Background: an optimization exercise with open tools, aiming at small area. Do not read the settings as production practice.
Only simulation tests tie the RTL to the original design; equivalence was not proved.
Power and IR drop assume default switching activity.

File: flow/run.sh
#!/bin/bash
# synth_recipe.tcl (not shown) runs the flow's synth.tcl, then flattens the netlist and writes it again
# the make line also repeats each setting of config.mk as NAME=value (left out here)
make -C /OpenROAD-flow-scripts/flow DESIGN_CONFIG=/design/flow/config.mk WORK_HOME=/design/flow/orfs CLKGATE_MAP_FILE= SYNTH_SCRIPT=/design/flow/synth_recipe.tcl finish
File: flow/config.mk
export PLATFORM = sky130hd
export DESIGN_NAME = inch4
export DESIGN_NICKNAME = inch4
export VERILOG_FILES = /design/flow/design.v
export SDC_FILE = /design/flow/constraint.sdc
export NUM_CORES = 4
export LEC_CHECK = 0
export CAP_MARGIN = 20
export CORE_MARGIN = 2
export CORE_UTILIZATION = 30
export SLEW_MARGIN = 20
File: flow/constraint.sdc
create_clock -name core_clock -period 10.0 [get_ports {clk}]
set_input_delay 2.0000 -clock core_clock [delete_from_list [all_inputs] [get_ports {clk}]]
set_output_delay 2.0000 -clock core_clock [all_outputs]
set_load 0.01 [all_outputs]
File: flow/design.v
module in_chan (
    input  wire        clk,
    input  wire        rst_n,
    input  wire        en,           
    input  wire [47:0] tb,           
    input  wire        raw,          
    input  wire        ilow,         
    input  wire        marker,       
    input  wire        src_on,       
    input  wire [2:0]  deb_preset,
    input  wire [15:0] deb_us,
    input  wire        wb_en,
    input  wire [6:0]  wb_ms,
    input  wire        tp_en,
    input  wire [6:0]  tp_win,
    input  wire [7:0]  tp_period,
    input  wire        safety,
    input  wire        fail_val,
    input  wire [2:0]  flt_clr,      
    output reg         valid,
    output reg         deb,          
    output reg         state,        
    output reg         cand,
    output wire        forced,
    output reg         wb_live,
    output reg         tp_live,
    output reg         tp_late_live,
    output reg  [2:0]  flt,          
    output reg  [31:0] edges,
    output reg         edge_v,
    output reg         edge_dir,
    output reg  [47:0] edge_stamp,
    output reg         frc_v,
    output reg         frc_state
);
    localparam [13:0] HOLD_TICKS = 14'd10000;    
    reg [15:0] preset_us;
    always @(*) begin
        case (deb_preset)
            3'd0: preset_us = 16'd1;
            3'd1: preset_us = 16'd10;
            3'd2: preset_us = 16'd100;
            3'd3: preset_us = 16'd1000;
            3'd4: preset_us = 16'd3000;
            3'd5: preset_us = 16'd10000;
            3'd6: preset_us = 16'd20000;
            default: preset_us = 16'd50000;
        endcase
    end
    wire [15:0] t_us      = (deb_us != 16'd0) ? deb_us : preset_us;
    wire [22:0] deb_ticks = t_us * 23'd100;
    wire [23:0] wb_ticks  = wb_ms * 24'd100000;
    wire [16:0] win_ticks = tp_win * 17'd1000;
    wire [25:0] sup_ticks = tp_period * 26'd200000;
    reg        clvl;           
    reg [22:0] cnt;            
    reg [47:0] cstamp;         
    reg        marker_q;
    reg        win_open;
    reg        win_pass;
    reg [16:0] win_cnt;
    reg [13:0] hold_cnt;
    reg [25:0] sup_cnt;
    reg [23:0] wb_cnt;
    reg        valid_n, deb_n, cand_n, clvl_n;
    reg [22:0] cnt_n;
    reg [47:0] cstamp_n;
    reg        win_open_n, win_pass_n;
    reg [16:0] win_cnt_n;
    reg [13:0] hold_cnt_n;
    reg [25:0] sup_cnt_n;
    reg [23:0] wb_cnt_n;
    reg        wb_live_n, tp_live_n, tp_late_live_n;
    reg [2:0]  flt_set;
    reg        accept, win_end, win_abort, tp_pass, tp_fail_ev, sup_expire;
    wire mk_rise = marker & ~marker_q;
    wire [22:0] cnt_inc = cnt + 23'd1;
    always @(*) begin
        valid_n  = valid;
        deb_n    = deb;
        cand_n   = cand;
        clvl_n   = clvl;
        cnt_n    = cnt;
        cstamp_n = cstamp;
        accept   = 1'b0;
        if (!cand) begin
            if (!valid || raw != deb) begin
                cand_n   = 1'b1;
                clvl_n   = raw;
                cnt_n    = 23'd1;
                cstamp_n = tb;
            end
        end else if (raw != clvl) begin
            if (!valid) begin
                clvl_n   = raw;
                cnt_n    = 23'd1;
                cstamp_n = tb;
            end else begin
                cand_n = 1'b0;       
            end
        end else if (cnt_inc >= deb_ticks && !win_open) begin
            accept  = 1'b1;
            cand_n  = 1'b0;
            valid_n = 1'b1;
            deb_n   = clvl;
        end else if (cnt < deb_ticks) begin
            cnt_n = cnt_inc;
        end
        win_open_n = win_open;
        win_pass_n = win_pass;
        win_cnt_n  = win_cnt;
        win_end    = 1'b0;
        win_abort  = 1'b0;
        tp_pass    = 1'b0;
        tp_fail_ev = 1'b0;
        if (win_open) begin
            if (!src_on) begin
                win_abort  = 1'b1;
                win_open_n = 1'b0;
            end else if (win_cnt + 17'd1 >= win_ticks) begin
                win_end    = 1'b1;
                win_open_n = 1'b0;
                if (win_pass || !raw) tp_pass = 1'b1;
                else tp_fail_ev = 1'b1;
            end else begin
                win_cnt_n  = win_cnt + 17'd1;
                win_pass_n = win_pass | ~raw;
            end
        end else if (tp_en && mk_rise && valid && deb && src_on && !cand) begin
            win_open_n = 1'b1;
            win_cnt_n  = 17'd0;
            win_pass_n = 1'b0;
        end
        if (win_end || win_abort)   hold_cnt_n = HOLD_TICKS;
        else if (hold_cnt != 14'd0) hold_cnt_n = hold_cnt - 14'd1;
        else                        hold_cnt_n = hold_cnt;
        sup_expire = 1'b0;
        if (!tp_en || !(valid && deb) || !src_on || tp_pass) begin
            sup_cnt_n = 26'd0;
        end else if (sup_cnt + 26'd1 >= sup_ticks) begin
            sup_cnt_n  = 26'd0;
            sup_expire = 1'b1;
        end else begin
            sup_cnt_n = sup_cnt + 26'd1;
        end
        tp_live_n      = tp_live;
        tp_late_live_n = tp_late_live;
        if (!tp_en) begin
            tp_live_n      = 1'b0;
            tp_late_live_n = 1'b0;
        end else begin
            if (tp_pass)    begin tp_live_n = 1'b0; tp_late_live_n = 1'b0; end
            if (tp_fail_ev) tp_live_n = 1'b1;
            if (sup_expire) tp_late_live_n = 1'b1;
        end
        wb_cnt_n  = wb_cnt;
        wb_live_n = wb_live;
        if (!wb_en || !ilow) begin
            wb_cnt_n  = 24'd0;
            wb_live_n = 1'b0;
        end else if (win_open || hold_cnt != 14'd0 || (tp_en && !src_on)) begin
            wb_cnt_n = wb_cnt;       
        end else if (!wb_live) begin
            if (wb_cnt + 24'd1 >= wb_ticks) wb_live_n = 1'b1;
            else                            wb_cnt_n  = wb_cnt + 24'd1;
        end
        flt_set = {sup_expire, tp_fail_ev, wb_live_n & ~wb_live};
    end
    wire [2:0] present = {tp_late_live, tp_live, wb_live};
    wire [2:0] flt_n   = (flt & ~(flt_clr & ~present)) | flt_set;
    wire       forced_n = safety & (|flt_n);
    wire       state_n  = forced_n ? fail_val : (valid_n & deb_n);
    assign forced = safety & (|flt);
    always @(posedge clk) begin
        if (!rst_n || !en) begin
            valid        <= 1'b0;
            deb          <= 1'b0;
            state        <= 1'b0;
            cand         <= 1'b0;
            clvl         <= 1'b0;
            cnt          <= 23'd0;
            cstamp       <= 48'd0;
            marker_q     <= 1'b0;
            win_open     <= 1'b0;
            win_pass     <= 1'b0;
            win_cnt      <= 17'd0;
            hold_cnt     <= 14'd0;
            sup_cnt      <= 26'd0;
            wb_cnt       <= 24'd0;
            wb_live      <= 1'b0;
            tp_live      <= 1'b0;
            tp_late_live <= 1'b0;
            flt          <= 3'd0;
            edges        <= 32'd0;
            edge_v       <= 1'b0;
            edge_dir     <= 1'b0;
            edge_stamp   <= 48'd0;
            frc_v        <= 1'b0;
            frc_state    <= 1'b0;
        end else begin
            valid        <= valid_n;
            deb          <= deb_n;
            state        <= state_n;
            cand         <= cand_n;
            clvl         <= clvl_n;
            cnt          <= cnt_n;
            cstamp       <= cstamp_n;
            marker_q     <= marker;
            win_open     <= win_open_n;
            win_pass     <= win_pass_n;
            win_cnt      <= win_cnt_n;
            hold_cnt     <= hold_cnt_n;
            sup_cnt      <= sup_cnt_n;
            wb_cnt       <= wb_cnt_n;
            wb_live      <= wb_live_n;
            tp_live      <= tp_live_n;
            tp_late_live <= tp_late_live_n;
            flt          <= flt_n;
            edge_v       <= accept & valid;
            if (accept & valid) begin
                edges      <= edges + 32'd1;
                edge_dir   <= clvl;
                edge_stamp <= cstamp;
            end
            frc_v        <= (forced_n != forced) && (state_n != state);
            if ((forced_n != forced) && (state_n != state))
                frc_state <= state_n;
        end
    end
endmodule
module inch4 (
    input  wire         clk,
    input  wire         rst_n,
    input  wire [47:0]  tb,
    input  wire [3:0]   en,
    input  wire [3:0]   raw,
    input  wire [3:0]   ilow,
    input  wire [3:0]   marker,
    input  wire [3:0]   src_on,
    input  wire [11:0]  deb_preset,
    input  wire [63:0]  deb_us,
    input  wire [3:0]   wb_en,
    input  wire [27:0]  wb_ms,
    input  wire [3:0]   tp_en,
    input  wire [27:0]  tp_win,
    input  wire [31:0]  tp_period,
    input  wire [3:0]   safety,
    input  wire [3:0]   fail_val,
    input  wire [11:0]  report,       
    input  wire [11:0]  flt_clr,
    output wire [3:0]   valid,
    output wire [3:0]   deb,
    output wire [3:0]   state,
    output wire [3:0]   cand,
    output wire [3:0]   forced,
    output wire [3:0]   wb_live,
    output wire [3:0]   tp_live,
    output wire [3:0]   tp_late_live,
    output wire [11:0]  flt,
    output wire [127:0] edges,
    output wire [3:0]   edge_v,
    output wire [3:0]   edge_dir,
    output wire [191:0] edge_stamp,
    output wire [3:0]   frc_v,
    output wire [3:0]   frc_state,
    output reg          in_any
);
    genvar i;
    generate
        for (i = 0; i < 4; i = i + 1) begin : ch
            in_chan u_chan (
                .clk          (clk),
                .rst_n        (rst_n),
                .en           (en[i]),
                .tb           (tb),
                .raw          (raw[i]),
                .ilow         (ilow[i]),
                .marker       (marker[i]),
                .src_on       (src_on[i]),
                .deb_preset   (deb_preset[i*3 +: 3]),
                .deb_us       (deb_us[i*16 +: 16]),
                .wb_en        (wb_en[i]),
                .wb_ms        (wb_ms[i*7 +: 7]),
                .tp_en        (tp_en[i]),
                .tp_win       (tp_win[i*7 +: 7]),
                .tp_period    (tp_period[i*8 +: 8]),
                .safety       (safety[i]),
                .fail_val     (fail_val[i]),
                .flt_clr      (flt_clr[i*3 +: 3]),
                .valid        (valid[i]),
                .deb          (deb[i]),
                .state        (state[i]),
                .cand         (cand[i]),
                .forced       (forced[i]),
                .wb_live      (wb_live[i]),
                .tp_live      (tp_live[i]),
                .tp_late_live (tp_late_live[i]),
                .flt          (flt[i*3 +: 3]),
                .edges        (edges[i*32 +: 32]),
                .edge_v       (edge_v[i]),
                .edge_dir     (edge_dir[i]),
                .edge_stamp   (edge_stamp[i*48 +: 48]),
                .frc_v        (frc_v[i]),
                .frc_state    (frc_state[i])
            );
        end
    endgenerate
    wire [11:0] live_cond = {tp_late_live[3], tp_live[3], wb_live[3],
                             tp_late_live[2], tp_live[2], wb_live[2],
                             tp_late_live[1], tp_live[1], wb_live[1],
                             tp_late_live[0], tp_live[0], wb_live[0]};
    always @(posedge clk) begin
        if (!rst_n) in_any <= 1'b0;
        else        in_any <= |(live_cond & report);
    end
endmodule
==> results.txt <==
==> cell usage in the layout, fill, tap and decap left out, drive strengths merged, types with 62 or more instances in the layout <==
| cell | instances |
|---|---|
| ha | 1161 |
| nand2 | 1082 |
| dfxtp | 1001 |
| inv | 743 |
| a21oi | 736 |
| nor2 | 708 |
| clkdlybuf4s50 | 652 |
| xnor2 | 408 |
| xor2 | 336 |
| nand3 | 321 |
| o21ai | 282 |
| fa | 192 |
| clkbuf | 171 |
| and3 | 164 |
| nor2b | 146 |
| nor3 | 145 |
| nand4 | 144 |
| a21o | 133 |
| mux2i | 125 |
| buf | 94 |
| nor4 | 88 |
| or3 | 77 |
| nand2b | 77 |
| and2 | 62 |
==> power breakdown <==
part	switching (mW)	total, mW	internal (mW)
Combinational	3.14	5.48	2.34
Sequential	0.105	4.22	4.12
Clock	1.93	4.74	2.81
Total	5.18	14.4	9.26
==> routing by layer <==
metal | global-route usage | share of wire
met5 | 0 | 0.00021
met4 | 0.0536 | 0.029
met3 | 0.0291 | 0.051
met2 | 0.289 | 0.47
met1 | 0.221 | 0.45
==> synth_stat cells, types with 44 or more instances <==
cell	number
ha_1	1161
or3_1	77
nor4_1	86
clkbuf_1	266
nor3_1	144
inv_1	740
nand2b_1	77
a31oi_1	44
nor2b_1	146
buf_4	52
o21ai_0	276
fa_1	192
xnor2_1	408
nand4_1	144
nor2_1	707
and3_1	164
nand3_1	321
mux2i_1	125
xor2_1	336
dfxtp_1	1001
a21oi_1	736
nand2_1	1082
and2_1	61
a21o_1	133
==> cell families after synthesis <==
family | Yosys count | share of synthesized area
muxes | 131 | 0.0175
xor gates and xnor gates | 744 | 0.0863
and+or+nand+nor | 3175 | 0.200
AOI/OAI and AO/OA | 1605 | 0.130
adders and majority gates | 1354 | 0.243
buffers and inverters | 1102 | 0.0578
DFF | 1001 | 0.265
==> stage by stage <==
stage | setup slack [ns] | instance area (µm²) | utilization | hold slack [ns]
after floorplan | 1.59 | 75500 | - | 0.413
after global placement | 0.384 | 85600 | 0.341 | 0.428
after detailed placement | 0.374 | 85600 | 0.341 | 0.440
after CTS | 1.20 | 89900 | 0.358 | 0.449
after global routing | 0.504 | 89900 | 0.358 | 0.462
final | 1.07 | 89900 | 0.358 | 0.445
==> layout make-up <==
class                   count  area, µm²  share of cell area
clock buffers             171       3510              0.0390
flip-flops and latches   1001      20000               0.223
diodes                     12       30.0            0.000334
clock inverters            50        776             0.00863
well taps                3348       4190              0.0466
multi-input cells        7009      51300               0.571
repair buffers            746       7300              0.0812
inverters                 740       2780              0.0309
==> worst paths after layout <==
path	startpoint	endpoint	slack, ns	cells past startpoint
max	deb_us[42]	ch[2].u_chan.cnt[14]$_SDFFE_PP0P_	1.07	30
min	ch[0].u_chan.cstamp[39]$_SDFFE_PP0P_	ch[0].u_chan.edge_stamp[39]$_SDFFE_PP0P_	0.45	2
max reg2reg	ch[1].u_chan.wb_cnt[0]$_SDFFE_PP0P_	ch[1].u_chan.frc_v$_SDFF_PP0_	4.36	20
min reg2reg	ch[0].u_chan.cstamp[39]$_SDFFE_PP0P_	ch[0].u_chan.edge_stamp[39]$_SDFFE_PP0P_	0.45	2
==> registers in the layout, indices dropped and copies added, names as in the netlist, 12 cells and up <==
name and count:
ch.u_chan.hold_cnt 56, ch.u_chan.cnt 92, ch.u_chan.edge_stamp 192, ch.u_chan.edges 128, ch.u_chan.sup_cnt 104, ch.u_chan.cstamp 192, ch.u_chan.flt 12, ch.u_chan.win_cnt 68
ch.u_chan.wb_cnt 96
==> worst max-delay path, delay by kind of cell <==
kind	cells	cell delay, ns
AOI/OAI and AO/OA	10	2.65
and+or+nand+nor	9	2.15
adders and majority gates	5	1.69
buffers and inverters	4	0.76
muxes	1	0.21
xor gates and xnor gates	1	0.17
==> impl_metrics.csv <==
group,metric,value,unit
outcome,outcome,"complete, no violations",
placed_design,dp_cells,12844,
sta,maxSlewViolCount,0,
clock_network,clkTransAtPathRegs,0.07,ns
sta,min_period,8.93,ns
global_routing,grt_usage,0.171,
critical_path,cpPeakStageDelay,0.58,ns
sta,final.setup.tns,0,ns
yosys,synth_cells,9112,
hold_path,hold_path_class,"reg2reg",
power_and_ir_drop,power.leakage,39.2,nW
yosys,ys_seq_area_frac,0.265,
power_and_ir_drop,p_per_area,161,nW/µm²
floorplanning,initial_utilization,0.301,
finish,syn2layout_area_growth,19.0,%
run,max_cap_viol_count,0,
drt,drt_wl_total,225000,µm
floorplanning,die_h,506,µm
placed_design,dp.final_hpwl,175000,µm
clock_network,htreeDepth,3,
critical_path,arrival,9.64,ns
global_routing,antenna_found_initial,28,
yosys,yosysTopAreaCell,"dfxtp_1",
drt,vias,63417,
yosys,synth_area_leaders,"dfxtp_1 27%, ha_1 19%, nand2_1 5.4%",
yosys,avgSynthCellArea,8.29,µm²
sta,finClkSkew,0.0714,ns
yosys,syn_nets,10739,
drt,firstDrtPassIters,5,
yosys,synth-edff-count,0,
global_routing,grt_pass1_vias,60557,
sta,setup_viol,0,
global_routing,grt_max_degree,81,
floorplanning,fp-row-count,184,
placed_design,gp_congestion,0.851,
clock_network,cts_resized,0,
clock_network,cts_made_buffers,120,
clock_network,cts_buffer_depth,3,
sta,tightestPinTransition,0.992,ns
finish,drive_gt1_frac,0.0414,
yosys,synth_area,75500,µm²
finish,fillers,26019,
clock_network,cts_tree,"done",
yosys,ys_types,94,
critical_path,cp-start-kind,"input port",
floorplanning,io_pins,655,
critical_path,crit_slowest_cell,"a2111oi_0",
critical_path,critPathMostFrequentCell,"ha_1",
clock_network,root_buffer,"clkbuf_16",
drt,drt_iter0_drc,3739,
drt,drc,0,
power_and_ir_drop,ir_drop,154,µV
clock_network,clk_latency,0.80,ns
power_and_ir_drop,p_total,14.4,mW
sta,rsz0062_at_grt,"false",
sta,hold_violations,0,
sta,max_slew_margin,0.336,
floorplanning,fp.dieW,506,µm
global_routing,grt_pass1_wl,349000,µm
finish,instances_no_fill,13077,
drt,wire_per_inst,17.2,µm
yosys,synth.top_cell.area_share,0.265,
critical_path,path_class,"in2reg",
critical_path,critPathMaxFanout,16,
sta,post-route-period-util,0.893,
floorplanning,coreArea,251000,µm²
clock_network,postCtsSetupBuffers,0,
floorplanning,fp.dieArea,256000,µm²
drt,viasPerCell,4.85,
yosys,synth_ff_type,"dfxtp_1",
critical_path,critPathCaptureType,"flip-flop",
sta,max_freq,112,MHz
clock_network,cts_sinks,1001,
critical_path,cp.required,10.71,ns
global_routing,overflow,0,
yosys,async_flop_share,0,
clock_network,cts-hold-fix-buffers,0,
placed_design,port_buffers,654,
yosys,yosysWarnings,2,
finish,nets,11245,
yosys,synth_seq_cells,1001,
drt,ant_nets,0,

## what the ideal ports hide
The results above use ideal ports. As a check the final layout listed here was re-extracted and re-timed, cells and wires unchanged.
Step 1 (the two cells are an assumption about what drives the block):
set clk [get_ports {clk}]
set_driving_cell -lib_cell sky130_fd_sc_hd__clkbuf_16 $clk
set_driving_cell -lib_cell sky130_fd_sc_hd__buf_2 [delete_from_list [all_inputs] $clk]
Step 2, shift: input delay + t, output delay - t, t = (earliest + latest rising clock arrival at the registers) / 2. This alone moves slack from input paths to output paths.
Slacks: ideal ports / drivers / drivers and shift; pairs: ideal ports / drivers.
shift t [ns]: 0.855
slack for setup (ns): 1.069 / 1.138 / 0.282
pins driven straight from the clock port: 1
After both steps this run still meets setup and hold. For this run, drivers alone change the setup slack by +0.069 ns; drivers and shift together by -0.787 ns.
